Background: an optimization exercise with open tools, aiming at small area and a short achievable clock period. Do not read the settings as production practice. Function was checked by simulation only, so behaviour that the tests miss may differ from the original. Power is estimated from default activity; no workload was simulated.

==> config.mk <==
export PLATFORM = sky130hd
export DESIGN_NAME = topksel
export DESIGN_NICKNAME = topksel
export VERILOG_FILES = /design/flow/design.v
export SDC_FILE = /design/flow/constraint.sdc
export NUM_CORES = 4
export LEC_CHECK = 0
export CAP_MARGIN = 20
export CELL_PAD_IN_SITES_DETAIL_PLACEMENT = 1
export CELL_PAD_IN_SITES_GLOBAL_PLACEMENT = 1
export CORE_MARGIN = 2
export CORE_UTILIZATION = 40
export SETUP_SLACK_MARGIN = 5
export SLEW_MARGIN = 20
export TNS_END_PERCENT = 0
==> design.v <==
module topksel #(
    parameter ROWS = 4,
    parameter KMAX = 16
) (
    input  wire                 clk,
    input  wire                 rst,           
    input  wire                 in_valid,      
    input  wire                 in_first,      
    input  wire                 in_last,       
    input  wire [4:0]           in_k,          
    input  wire [ROWS*32-1:0]   in_keys,       
    output reg                  out_valid,     
    output wire [ROWS*KMAX*12-1:0] out_experts  
);
    function [31:0] key_code;
        input [31:0] a;
        reg nan, zero;
        begin
            nan  = (a[30:23] == 8'hFF) && (a[22:0] != 23'd0);
            zero = (a[30:0] == 31'd0);
            if (nan)
                key_code = 32'd1;
            else if (zero)
                key_code = 32'h8000_0000;
            else
                key_code = {~a[31], a[30:0] ^ {31{a[31]}}};
        end
    endfunction
    reg               v1, f1, l1;
    reg [4:0]         k1;
    reg [ROWS*32-1:0] x_code;                      
    reg [ROWS*32-1:0] x_ncode;                     
    integer r;
    always @(posedge clk) begin
        v1 <= in_valid && !rst;
        f1 <= in_first;
        l1 <= in_last;
        k1 <= in_k;
        for (r = 0; r < ROWS; r = r + 1) begin
            x_code[32*r +: 32]  <= key_code(in_keys[32*r +: 32]);
            x_ncode[32*r +: 32] <= ~key_code(in_keys[32*r +: 32]);
        end
    end
    reg  [11:0]     n_idx;                         
    reg  [KMAX-1:1] mask;                          
    wire [11:0]     x_idx = f1 ? 12'd0 : n_idx;    
    integer s;
    always @(posedge clk) begin
        out_valid <= v1 && l1 && !rst;
        if (v1) begin
            n_idx <= x_idx + 12'd1;
            if (f1)
                for (s = 1; s < KMAX; s = s + 1)
                    mask[s] <= (s < k1);
        end
    end
    genvar gr, gs;
    generate
        for (gr = 0; gr < ROWS; gr = gr + 1) begin : row
            wire [31:0] x  = x_code[32*gr +: 32];
            wire [31:0] xn = x_ncode[32*gr +: 32];
            reg  [31:0] key [0:KMAX-1];
            reg  [11:0] idx [0:KMAX-1];
            wire [KMAX-1:0] ge;                    
            for (gs = 0; gs < KMAX; gs = gs + 1) begin : slot
                topksel_ge u_ge (.a(key[gs]), .bn(xn), .ge(ge[gs]));
                assign out_experts[12*(KMAX*gr+gs) +: 12] = idx[gs];
                wire        use_slot = gs == 0 ? 1'b1 : mask[gs == 0 ? 1 : gs];
                wire        ge_above = gs == 0 ? 1'b1 : ge[gs == 0 ? 0 : gs-1];
                wire [43:0] d;
                topksel_sel #(.W(16), .TOP(gs == 0)) u_sel_hi (
                    .v(v1), .first(f1), .use_slot(use_slot), .ge_self(ge[gs]), .ge_above(ge_above),
                    .q(key[gs][31:16]), .n(x[31:16]), .u(key[gs == 0 ? 0 : gs-1][31:16]),
                    .d(d[31:16]));
                topksel_sel #(.W(16), .TOP(gs == 0)) u_sel_lo (
                    .v(v1), .first(f1), .use_slot(use_slot), .ge_self(ge[gs]), .ge_above(ge_above),
                    .q(key[gs][15:0]), .n(x[15:0]), .u(key[gs == 0 ? 0 : gs-1][15:0]),
                    .d(d[15:0]));
                topksel_sel #(.W(12), .TOP(gs == 0)) u_sel_idx (
                    .v(v1), .first(f1), .use_slot(use_slot), .ge_self(ge[gs]), .ge_above(ge_above),
                    .q(idx[gs]), .n(x_idx), .u(idx[gs == 0 ? 0 : gs-1]),
                    .d(d[43:32]));
                always @(posedge clk) begin
                    key[gs] <= d[31:0];
                    idx[gs] <= d[43:32];
                end
            end
        end
    endgenerate
endmodule
module topksel_ge (
    input  wire [31:0] a,
    input  wire [31:0] bn,
    output wire        ge
);
    wire [3:0] g_gt, g_ge;
    genvar j, i;
    generate
        for (j = 0; j < 4; j = j + 1) begin : grp
            wire [8:0] c_gt, c_ge;
            assign c_gt[0] = 1'b0;
            assign c_ge[0] = 1'b1;
            for (i = 0; i < 8; i = i + 1) begin : bit_
                assign c_gt[i+1] = (a[8*j+i] & bn[8*j+i]) | ((a[8*j+i] | bn[8*j+i]) & c_gt[i]);
                assign c_ge[i+1] = (a[8*j+i] & bn[8*j+i]) | ((a[8*j+i] | bn[8*j+i]) & c_ge[i]);
            end
            assign g_gt[j] = c_gt[8];
            assign g_ge[j] = c_ge[8];
        end
    endgenerate
    wire hi_gt = g_gt[3] | (g_ge[3] & g_gt[2]);
    wire hi_ge = g_gt[3] | (g_ge[3] & g_ge[2]);
    wire lo_ge = g_gt[1] | (g_ge[1] & g_ge[0]);
    assign ge  = hi_gt | (hi_ge & lo_ge);
endmodule
module topksel_sel #(
    parameter W   = 44,
    parameter TOP = 0
) (
    input  wire         v,
    input  wire         first,
    input  wire         use_slot,
    input  wire         ge_self,
    input  wire         ge_above,
    input  wire [W-1:0] q,
    input  wire [W-1:0] n,
    input  wire [W-1:0] u,
    output wire [W-1:0] d
);
    wire keep, take_new, take_up;
    topksel_dec #(.TOP(TOP)) u_dec (
        .v(v), .first(first), .use_slot(use_slot), .ge_self(ge_self), .ge_above(ge_above),
        .keep(keep), .take_new(take_new), .take_up(take_up));
    topksel_mux #(.W(W)) u_mux (
        .keep(keep), .take_new(take_new), .take_up(take_up), .q(q), .n(n), .u(u), .d(d));
endmodule
module topksel_dec #(
    parameter TOP = 0
) (
    input  wire v,
    input  wire first,
    input  wire use_slot,
    input  wire ge_self,
    input  wire ge_above,
    output wire keep,
    output wire take_new,
    output wire take_up
);
    wire move = v && use_slot && !ge_self;
    assign take_new = TOP ? v && (first || !ge_self) : move && !first &&  ge_above;
    assign take_up  = TOP ? 1'b0                     : move && !first && !ge_above;
    assign keep     = TOP ? !take_new                : !(v && (first || move));
endmodule
module topksel_mux #(
    parameter W = 44
) (
    input  wire         keep,
    input  wire         take_new,
    input  wire         take_up,
    input  wire [W-1:0] q,
    input  wire [W-1:0] n,
    input  wire [W-1:0] u,
    output wire [W-1:0] d
);
    assign d = ({W{keep}} & q) | ({W{take_new}} & n) | ({W{take_up}} & u);
endmodule
==> constraint.sdc <==
create_clock -name core_clock -period 10.0 [get_ports {clk}]
set_input_delay 2.0000 -clock core_clock [delete_from_list [all_inputs] [get_ports {clk}]]
set_output_delay 2.0000 -clock core_clock [all_outputs]
set_load 0.01 [all_outputs]
==> flow/run.sh <==
#!/bin/bash
set -euo pipefail
MARGIN=7.0
bash standard.sh \
  SETUP_SLACK_MARGIN=$MARGIN \
  "BUFFER_PORTS_ARGS=-buffer_cell sky130_fd_sc_hd__buf_2" \
  "CTS_ARGS=-sink_clustering_enable -repair_clock_nets -dont_use_dummy_load -sink_clustering_size 35 -sink_clustering_max_diameter 70" \
  finish > flow_make.log 2>&1
==> standard.sh <==
#!/bin/bash
# synth_recipe.tcl (not shown) runs the flow's synth.tcl, then flattens the netlist and writes it again
# the make line also repeats each setting of config.mk as NAME=value (left out here)
make -C /OpenROAD-flow-scripts/flow DESIGN_CONFIG=/design/flow/config.mk WORK_HOME=/design/flow/orfs CLKGATE_MAP_FILE= SYNTH_SCRIPT=/design/flow/synth_recipe.tcl "${@:-finish}"
==> results of run 1 <==
critical path: stages (launching register included):
cell and delay [ns]:
dfxtp_4 0.36, buf_12 0.12, a222oi_1 0.49, a22oi_1 0.13, maj3_2 0.32, maj3_2 0.33, o211ai_1 0.73, a31oi_4 0.17
o221ai_2 0.24, buf_6 0.14, buf_4 0.13, nand2_8 0.09, nor2_4 0.17, buf_4 0.21, and2_4 0.30, a221o_1 0.18
registers in the layout, indices dropped and copies added, names as in the netlist, 5 cells and up, named ones only:
| signal | count |
|---|---|
| row.key | 1920 |
| row.idx | 720 |
| x_code | 128 |
| x_ncode | 128 |
| mask | 15 |
| n_idx | 12 |
| k1 | 5 |
per-stage QoR:
| step | std cells | hold slack [ns] |
|---|---|---|
| final | 22554 | 0.451 |
| after global routing | 22534 | 0.465 |
| after CTS | 22511 | 0.455 |
| after detailed placement | 21888 | 0.439 |
| after global placement | 21887 | 0.434 |
| after floorplan | 17039 | 0.403 |
layout by cell type (no fill, tap or decap), types with 42 or more instances in the layout:
master,n
a211oi_1,63
a21o_1,76
a21oi_1,949
a221o_1,162
a221oi_1,72
a22o_1,56
a22oi_1,121
a31oi_1,335
and2_1,122
and3_1,72
buf_12,128
buf_16,68
buf_2,902
buf_4,304
buf_6,103
buf_8,42
clkbuf_16,268
dfxtp_1,2813
dfxtp_2,70
edfxtp_1,203
inv_1,399
maj3_1,319
maj3_2,64
mux2i_1,2379
nand2_1,1058
nand3_1,74
nor2_1,931
nor3_1,100
o211ai_1,67
o21ai_0,1047
o21ai_1,56
o221ai_1,86
o22ai_1,366
o2bb2ai_1,1903
o31ai_1,319
o32ai_1,51
or2_2,68
xor2_1,126
report_power, final:
group          total, W  internal (W)  switching (W)
registers        0.0134        0.0128       0.000639
clock network   0.00970       0.00470        0.00499
logic           0.00368       0.00120        0.00249
total            0.0268        0.0187        0.00812
cell type report:
cell class	instances	area [µm²]	area share [%]
multi-input cells	11930	88800	48.7
well taps	5220	6530	3.58
clock buffers	266	6660	3.65
flip-flops and latches	3108	64400	35.3
inverters	406	1550	0.847
diodes	34	85.1	0.0466
repair buffers	1590	14300	7.87
repair_timing:
action / CTS / global route
resized for setup: 965 / 24
hold endpoints to repair: 0 / 0
cloned: 158 / 1
setup endpoints to repair: 3844 / 3848
pin swaps: 150 / 10
setup buffers: 199 / 6
cells by family (layout without fill, tap and decap cells):
logic type                 Yosys count  in the layout  synth area share [%]
AOI/OAI and AO/OA                 6267           6283                  28.3
xor gates and xnor gates           132            132                 0.731
adders and majority gates          395            410                  2.52
buffers and inverters             2060           2262                  5.42
DFF                               3108           3108                  40.6
muxes                             2395           2395                  15.2
other                                0             34                     0
and+or+nand+nor                   2682           2710                  7.28
path summary, 6_finish.rpt:
check                             startpoint            endpoint  depth (start not counted)
worst min-delay path                      l1           out_valid                          1
worst max-delay path            x_ncode[123]  row[3].key[10][13]                         15
worst min register to register            l1           out_valid                          1
worst max register to register  x_ncode[123]  row[3].key[10][13]                         15
layer usage:
metal  GRT usage (%)  vias up  share of wire (%)  wire, µm
met3            6.81     1478                7.1     56300
met1            50.0    76111                 43    339000
met2            59.5     5617                 44    353000
met4            19.4       28                5.8     45800
met5               0        -              0.022       178
li1                -    64826                  -         -
==> impl_metrics.py, run 1 <==
metrics = {
    "clock_network": {
        "cts_hold_buf": 0,
        "cts_max_level": 5,
        "tritoncts": "yes",
        "clk_latency_ns": 0.97,
        "clock-sinks": 3108,
        "numCtsBuffers": 266,
        "cts_max_path_buffers": 4,
        "cts.clk_slew.worst_paths_ns": 0.07,
        "cts_root_buffer": "clkbuf_16",
    },
    "logic_synthesis": {
        "syn_area_per_cell_um2": 9.28,
        "synth.top_cell.area_share_pct": 36.8,
        "yosysSeqAreaShare_pct": 40.6,
        "yosys.cell_count.top_type": "dfxtp_1",
        "yosysWarnings": 17,
        "synth-async-reset-ratio_pct": 0,
        "synthDistinctLibCells": 93,
        "syn_inst": 17039,
        "yosys_register_bits": 3108,
        "synth_nets": 17178,
        "synth_top_area_cell": "dfxtp_1",
        "syn-cell-area_um2": 158000,
        "synth_edf_count": 203,
        "synth_ff_type": "dfxtp_1",
        "synth.top_cells.by_count": "dfxtp_1 (2,905), mux2i_1 (2,392), o2bb2ai_1 (1,913)",
        "synth_top_cells_by_area": "dfxtp_1 (37%), mux2i_1 (15%), o2bb2ai_1 (11%)",
    },
    "global_routing": {
        "antenna_found_initial": 57,
        "grt_pass1_vias": 142630,
        "grt_start_max_net_pins": 65,
        "grt.overflow.total": 0,
        "track_usage_pct": 38.0,
        "grt_pass1_wl_um": 1120000,
    },
    "detailed_routing": {
        "drt_pass1_iterations": 8,
        "viasPerCell": 6.56,
        "routedWlPerCell_um": 35.2,
        "drt-total-wl_um": 794000,
        "antenna_left": 0,
        "dr_total_vias": 148060,
        "drt_iter0_drc": 14188,
        "drc": 0,
    },
    "timing": {
        "finalSetupViolations": 0,
        "hold_viol": 0,
        "rsz0062_at_grt": "true",
        "max_slew_margin_pct": 15.3,
        "fin_crit_sh_pct": 41.7,
        "drv_slew": 0,
        "min_period_ns": 4.17,
        "max_freq_ghz": 0.240,
        "final.setup_skew_ns": 0.0698,
        "fin_ws_ns": 5.83,
        "worst_pin_slew_ns": 1.27,
        "finalSetupTns_ns": 0,
    },
    "run_status": {
        "outcome": "finished clean",
    },
    "setup_path": {
        "crit_arrival_ns": 5.05,
        "end_kind": "register",
        "criticalPathCategory": "reg -> reg",
        "path_max_fanout": 5,
        "worstPathRequired_ns": 10.87,
        "rrSetupSlack_ns": 5.83,
        "startpoint_type": "register",
    },
    "cells_and_area": {
        "design_area_um2": 182000,
        "fillers": 44127,
        "final_util_pct": 46.4,
        "layout-drive-gt1-share_pct": 14.8,
        "area_growth_pct": 15.4,
        "layout.nets": 17441,
    },
    "die": {
        "core_um2": 393000,
        "die_w_um": 633,
        "io-pin-count": 907,
        "initial_core_util_pct": 40.2,
        "row_count": 230,
        "dieArea_um2": 400000,
        "die_y_um": 633,
    },
    "flow_run": {
        "cap_viol_max_count": 0,
    },
    "placement": {
        "placed_area_um2": 166000,
        "routabilityCongestion": 0.868,
        "portBuffers": 906,
        "place_ws_ns": 3.99,
        "dpl.hpwl_um": 484000,
    },
    "power_and_ir_drop": {
        "power.density_nw_per_um2": 147,
        "power_w": 0.0268,
        "power_leakage_nw": 66.5,
        "ir_worst_vdd_uv": 124,
    },
    "hold_path": {
        "hold_class": "reg -> reg",
    },
}
==> inputs of run 2 (changes only) <==
--- a/config.mk
+++ b/config.mk
@@ -6,10 +6,12 @@
 export NUM_CORES = 4
 export LEC_CHECK = 0
 export CAP_MARGIN = 20
-export CELL_PAD_IN_SITES_DETAIL_PLACEMENT = 1
-export CELL_PAD_IN_SITES_GLOBAL_PLACEMENT = 1
+export CELL_PAD_IN_SITES_DETAIL_PLACEMENT = 2
+export CELL_PAD_IN_SITES_GLOBAL_PLACEMENT = 2
 export CORE_MARGIN = 2
 export CORE_UTILIZATION = 40
+export PLACE_DENSITY = 0.45
 export SETUP_SLACK_MARGIN = 5
 export SLEW_MARGIN = 20
+export SYNTH_HIERARCHICAL = 1
 export TNS_END_PERCENT = 0
==> impl_metrics.py, run 2 <==
metrics = {
    "clock_network": {
        "cts_hold_buf": 0,
        "clock-sinks": 3108,
        "cts_root_buffer": "clkbuf_16",
        "cts_max_path_buffers": 4,
        "numCtsBuffers": 237,
        "tritoncts": "yes",
        "cts_max_level": 4,
        "clk_latency_ns": 0.98,
        "cts.clk_slew.worst_paths_ns": 0.09,
    },
    "detailed_routing": {
        "routedWlPerCell_um": 30.8,
        "viasPerCell": 6.72,
        "dr_total_vias": 149657,
        "drt-total-wl_um": 686000,
        "drt_pass1_iterations": 12,
        "drt_iter0_drc": 21902,
        "antenna_left": 0,
        "drc": 0,
    },
    "timing": {
        "fin_crit_sh_pct": 36.7,
        "drv_slew": 0,
        "worst_pin_slew_ns": 1.21,
        "max_freq_ghz": 0.273,
        "max_slew_margin_pct": 19.1,
        "finalSetupTns_ns": 0,
        "finalSetupViolations": 0,
        "min_period_ns": 3.67,
        "final.setup_skew_ns": 0.104,
        "whs_ns": 0.452,
        "rsz0062_at_grt": "true",
        "hold_viol": 0,
    },
    "logic_synthesis": {
        "yosysWarnings": 23,
        "syn_area_per_cell_um2": 9.20,
        "syn_inst": 16373,
        "synth_nets": 16512,
        "syn-cell-area_um2": 151000,
    },
    "cells_and_area": {
        "layout.nets": 17400,
        "area_growth_pct": 10.7,
        "final_common_cell": "inv_1",
        "largest_register_ffs": 2048,
        "final_cell_mix": "inv_1 (3,022), dfxtp_1 (2,873), a222oi_1 (2,816), nor2_1 (903), buf_2 (856)",
        "top_register": "row.key",
        "largestRegisters": "row.key x2048, row.idx x768",
        "fillers": 41264,
        "layout-drive-gt1-share_pct": 17.8,
    },
    "setup_path": {
        "path_cells": "buf_6",
        "reg2reg_depth": 12,
        "end_kind": "output pin",
        "path_max_fanout": 3,
        "crit_arrival_ns": 1.67,
        "worstPathRequired_ns": 8.00,
        "slowest_delay_ns": 0.45,
        "startpoint_type": "register",
        "criticalPathCategory": "reg -> out",
        "cp_top_family": "flip-flops",
        "critPathSlowestCell": "dfxtp_1",
        "crit_cells": 1,
        "crit_buf_inv": 1,
    },
    "die": {
        "dieArea_um2": 382000,
        "row_count": 225,
        "io-pin-count": 907,
        "core_um2": 375000,
        "die_y_um": 618,
        "die_w_um": 618,
        "initial_core_util_pct": 40.2,
    },
    "run_status": {
        "outcome": "finished clean",
    },
    "global_routing": {
        "grt_pass1_wl_um": 1010000,
        "track_usage_pct": 34.1,
        "grt.overflow.total": 0,
        "grt_pass1_vias": 150177,
        "grt_start_max_net_pins": 116,
        "antenna_found_initial": 31,
    },
    "placement": {
        "routabilityCongestion": 0.892,
        "dpl.hpwl_um": 504000,
        "portBuffers": 906,
    },
    "power_and_ir_drop": {
        "power.density_nw_per_um2": 151,
        "ir_worst_vdd_uv": 146,
        "power_leakage_nw": 79.3,
    },
    "hold_path": {
        "hold_class": "reg -> reg",
        "whs_path_depth": 2,
    },
    "flow_run": {
        "cap_viol_max_count": 0,
    },
}
## run 2: cell types whose count changed in the layout (fill, tap and decap cells not counted), sizes merged, moves of 207 or more
cell	delta
o2bb2ai	-1943
a22oi	+262
nand2	-615
mux2i	-2392
inv	+2622
buf	-250
maj3	-409
nor3	+207
a222oi	+2798
and2b	+360
o21ai	-290
## run 2: where the power goes
group	total (W)	leakage (nW)	internal, W	switching (W)
combinational	0.00306	51.0	0.000926	0.00213
clock	0.00885	2.92	0.00415	0.00470
sequential	0.0134	25.3	0.0126	0.000714
total	0.0253	79.3	0.0177	0.00755
## run 2: cell type report
class | instances | area [µm²] | share of cell area (%)
Multi-Input combinational cell | 9585 | 72200 | 43.3
Antenna cell | 16 | 40.0 | 0.0240
Sequential cell | 3108 | 62900 | 37.7
Tap cell | 4994 | 6250 | 3.75
Timing Repair Buffer | 1305 | 8160 | 4.89
Clock buffer | 237 | 5930 | 3.56
Inverter | 3024 | 11400 | 6.81
## run 2: worst paths after layout
| check | startpoint | endpoint | slack [ns] |
|---|---|---|---|
| setup reg to reg | x_ncode[10] | row[0].idx[14][1] | 6.40 |
| setup / recovery | row[1].idx[5][4] | out_experts[256] | 6.33 |
| hold reg to reg | row[2].key[13][23] | row[2].key[14][23] | 0.45 |
| hold / removal | row[2].key[13][23] | row[2].key[14][23] | 0.45 |
## run 2: layer usage
layer	track usage [%]	vias to the layer above	routed length, µm
li1	-	66407	-
met2	57.8	4758	325000
met3	5.17	1086	43800
met5	0	-	27
met1	41.0	77402	273000
met4	19.6	4	43700
## run 2: what timing repair did
action / in CTS / in global routing
cloned: 0 / 1
endpoints found under the setup margin: 3652 / 3753
pin swaps: 1 / 4
setup buffers: 6 / 6
gates resized for setup: 305 / 162
## run 2: stage by stage
stage / util [%] / power (W) / area (µm²) / worst slack (ns) / cells
6_report: 44.4 / 0.0253 / 167000 / 6.33 / 22269
5_1_grt: 44.4 / 0.0262 / 167000 / 6.30 / 22258
4_1_cts: 44.2 / 0.0254 / 166000 / 6.28 / 22246
3_5_place_dp: 42.4 / 0.0166 / 159000 / 5.51 / 22003
3_3_place_gp: 42.4 / 0.0165 / 159000 / 5.41 / 21999
2_1_floorplan: - / 0.0151 / 151000 / 5.70 / 16373
==> inputs of run 3 (changes only) <==
--- a/config.mk
+++ b/config.mk
@@ -9,8 +9,8 @@
 export CELL_PAD_IN_SITES_DETAIL_PLACEMENT = 2
 export CELL_PAD_IN_SITES_GLOBAL_PLACEMENT = 2
 export CORE_MARGIN = 2
-export CORE_UTILIZATION = 40
-export PLACE_DENSITY = 0.45
+export CORE_UTILIZATION = 35
+export PLACE_DENSITY = 0.4
 export SETUP_SLACK_MARGIN = 5
 export SLEW_MARGIN = 20
 export SYNTH_HIERARCHICAL = 1
==> impl_metrics.py, run 3 <==
metrics = {
    "setup_path": {
        "path_max_fanout": 3,
        "r2r-start": "f1",
        "cp_top_family": "flip-flops",
        "end_kind": "output pin",
        "startpoint_type": "register",
        "regToRegEndpoint": "row[1].idx[9][7]",
        "rrSetupSlack_ns": 6.46,
        "reg2reg_depth": 7,
        "critPathSlowestCell": "dfxtp_1",
        "slowest_delay_ns": 0.46,
        "criticalPathCategory": "reg -> out",
        "worstPathRequired_ns": 8.00,
        "path_cells": "buf_6",
        "crit_buf_inv": 1,
        "crit_arrival_ns": 1.62,
    },
    "clock_network": {
        "cts.clk_slew.worst_paths_ns": 0.08,
        "cts_max_path_buffers": 4,
        "cts_hold_buf": 0,
        "cts_root_buffer": "clkbuf_16",
        "clock-sinks": 3108,
        "tritoncts": "yes",
        "cts_max_level": 5,
        "clk_latency_ns": 0.96,
        "numCtsBuffers": 287,
    },
    "timing": {
        "whs_ns": 0.465,
        "final.setup_skew_ns": 0.0799,
        "min_period_ns": 3.62,
        "finalSetupViolations": 0,
        "hold_viol": 0,
        "drv_slew": 0,
        "worst_pin_slew_ns": 1.25,
        "max_freq_ghz": 0.276,
        "fin_ws_ns": 6.38,
        "rsz0062_at_grt": "true",
        "max_slew_margin_pct": 16.5,
        "fin_crit_sh_pct": 36.2,
        "finalSetupTns_ns": 0,
    },
    "hold_path": {
        "hold_class": "reg -> reg",
        "hold_path.startpoint": "row[1].idx[5][0]",
        "hold_end": "row[1].idx[6][0]",
        "whs_path_depth": 2,
    },
    "cells_and_area": {
        "largestRegisters": "row.key x2048, row.idx x768",
        "top_register": "row.key",
        "final_cell_mix": "inv_1 (3,022), dfxtp_1 (2,881), a222oi_1 (2,816), nor2_1 (903), buf_2 (847)",
        "final_common_cell": "inv_1",
        "area_growth_pct": 13.0,
        "fillers": 47338,
        "final_util_pct": 39.8,
        "largest_register_ffs": 2048,
        "layout.nets": 17573,
        "design_area_um2": 170000,
        "layout-drive-gt1-share_pct": 18.5,
    },
    "die": {
        "initial_core_util_pct": 35.2,
        "io-pin-count": 907,
        "die_y_um": 660,
        "row_count": 240,
        "die_w_um": 660,
        "core_um2": 428000,
        "dieArea_um2": 436000,
    },
    "detailed_routing": {
        "drc": 0,
        "dr_total_vias": 152346,
        "antenna_left": 0,
        "drt-total-wl_um": 745000,
        "viasPerCell": 6.58,
        "routedWlPerCell_um": 32.2,
        "drt_pass1_iterations": 15,
        "drt_iter0_drc": 23076,
    },
    "power_and_ir_drop": {
        "power_leakage_nw": 80.6,
        "ir_worst_vdd_uv": 153,
        "power.density_nw_per_um2": 157,
    },
    "global_routing": {
        "grt.overflow.total": 0,
        "grt_pass1_wl_um": 1070000,
        "antenna_found_initial": 41,
        "grt_pass1_vias": 150369,
        "track_usage_pct": 32.3,
        "grt_start_max_net_pins": 123,
    },
    "logic_synthesis": {
        "synth_nets": 16512,
        "syn_area_per_cell_um2": 9.20,
        "syn_inst": 16373,
        "yosysWarnings": 23,
        "syn-cell-area_um2": 151000,
    },
    "placement": {
        "place_ws_ns": 5.45,
        "portBuffers": 906,
        "dpl.hpwl_um": 518000,
        "routabilityCongestion": 0.851,
        "placed_area_um2": 161000,
    },
    "flow_run": {
        "cap_viol_max_count": 0,
    },
    "run_status": {
        "outcome": "finished clean",
    },
}
[run 3: what timing repair did]
item	in CTS	in global routing
gates resized for setup	360	245
buffers inserted	27	19
gates cloned	0	2
pin swaps	2	14
hold endpoints to repair	0	0
setup endpoints to repair	3752	3776
[run 3: stage by stage]
stage	std cells	power [W]
after global routing	23122	0.0277
after CTS	23097	0.0269
after floorplan	16373	0.0151
after global placement	22777	0.0167
final	23155	0.0268
after detailed placement	22783	0.0168
[run 3: worst max path at each step]
stage                                  from  slack, ns  cells after the start            endpoint
after floorplan                          f1       5.70                      4           n_idx[11]
after global placement          x_ncode[65]       5.15                     11   row[2].key[6][14]
after detailed placement        x_ncode[65]       5.45                     10  row[2].key[12][30]
after CTS                  row[1].idx[1][9]       6.30                      1    out_experts[213]
after global routing            x_ncode[51]       6.30                     12    row[1].key[1][0]
final                     row[1].idx[9][10]       6.38                      1    out_experts[310]
[run 3: area by class of cell]
cell class	count	area (µm²)	share of cell area, %
antenna	36	90.1	0.0529
clock buffer	287	7180	4.22
inverter	3024	11400	6.67
multi-input combinational	9586	72200	42.4
sequential	3108	62900	36.9
tap	5687	7120	4.18
timing repair buffer	1427	9490	5.57
[run 3: metal layers]
layer	routed length (µm)	global-route usage (%)	vias up
li1	-	-	66784
met1	313000	41.5	79554
met2	350000	54.3	4884
met3	43800	3.54	1108
met4	38000	14.9	16
met5	97	0	-
[run 3: power breakdown]
part           total [W]  switching (W)  internal [W]
clock network     0.0101        0.00500       0.00505
registers         0.0132       0.000581        0.0126
logic            0.00347        0.00248      0.000990
total             0.0268        0.00806        0.0187

static timing again, ports no longer ideal:
How much do the figures lean on ideal ports? The routed layouts below were timed once more, with nothing changed but the port constraints.
Step 1: set_driving_cell puts a clkbuf_16 on clk and a buf_2 on each other input, an assumption about the parent block.
Step 2, shift: input delay + t, output delay - t, t = (earliest + latest rising clock arrival at the registers) / 2. This alone moves slack from input paths to output paths.
a / b / c = ideal ports / drivers / drivers and shift; a / b = the first two.
| run | t, ns | setup WS [ns] | worst setup path after step 2 | clock arrival spread, ns | worst data-port slew with drivers (ns) |
|---|---|---|---|---|---|
| run 1 | 1.054 | 5.826 / 5.826 / 5.240 | input to register | 0.083 / 0.083 | 0.10 |
| run 2 | 1.063 | 6.333 / 6.208 / 5.794 | input to register | 0.125 / 0.125 | 0.10 |
| run 3 | 1.041 | 6.376 / 6.253 / 5.474 | input to register | 0.084 / 0.084 | 0.10 |
After both steps setup and hold are still met in every run listed. The setup slack of run 3, which loses most, moves by -0.123 ns with the drivers and by -0.902 ns with both steps.
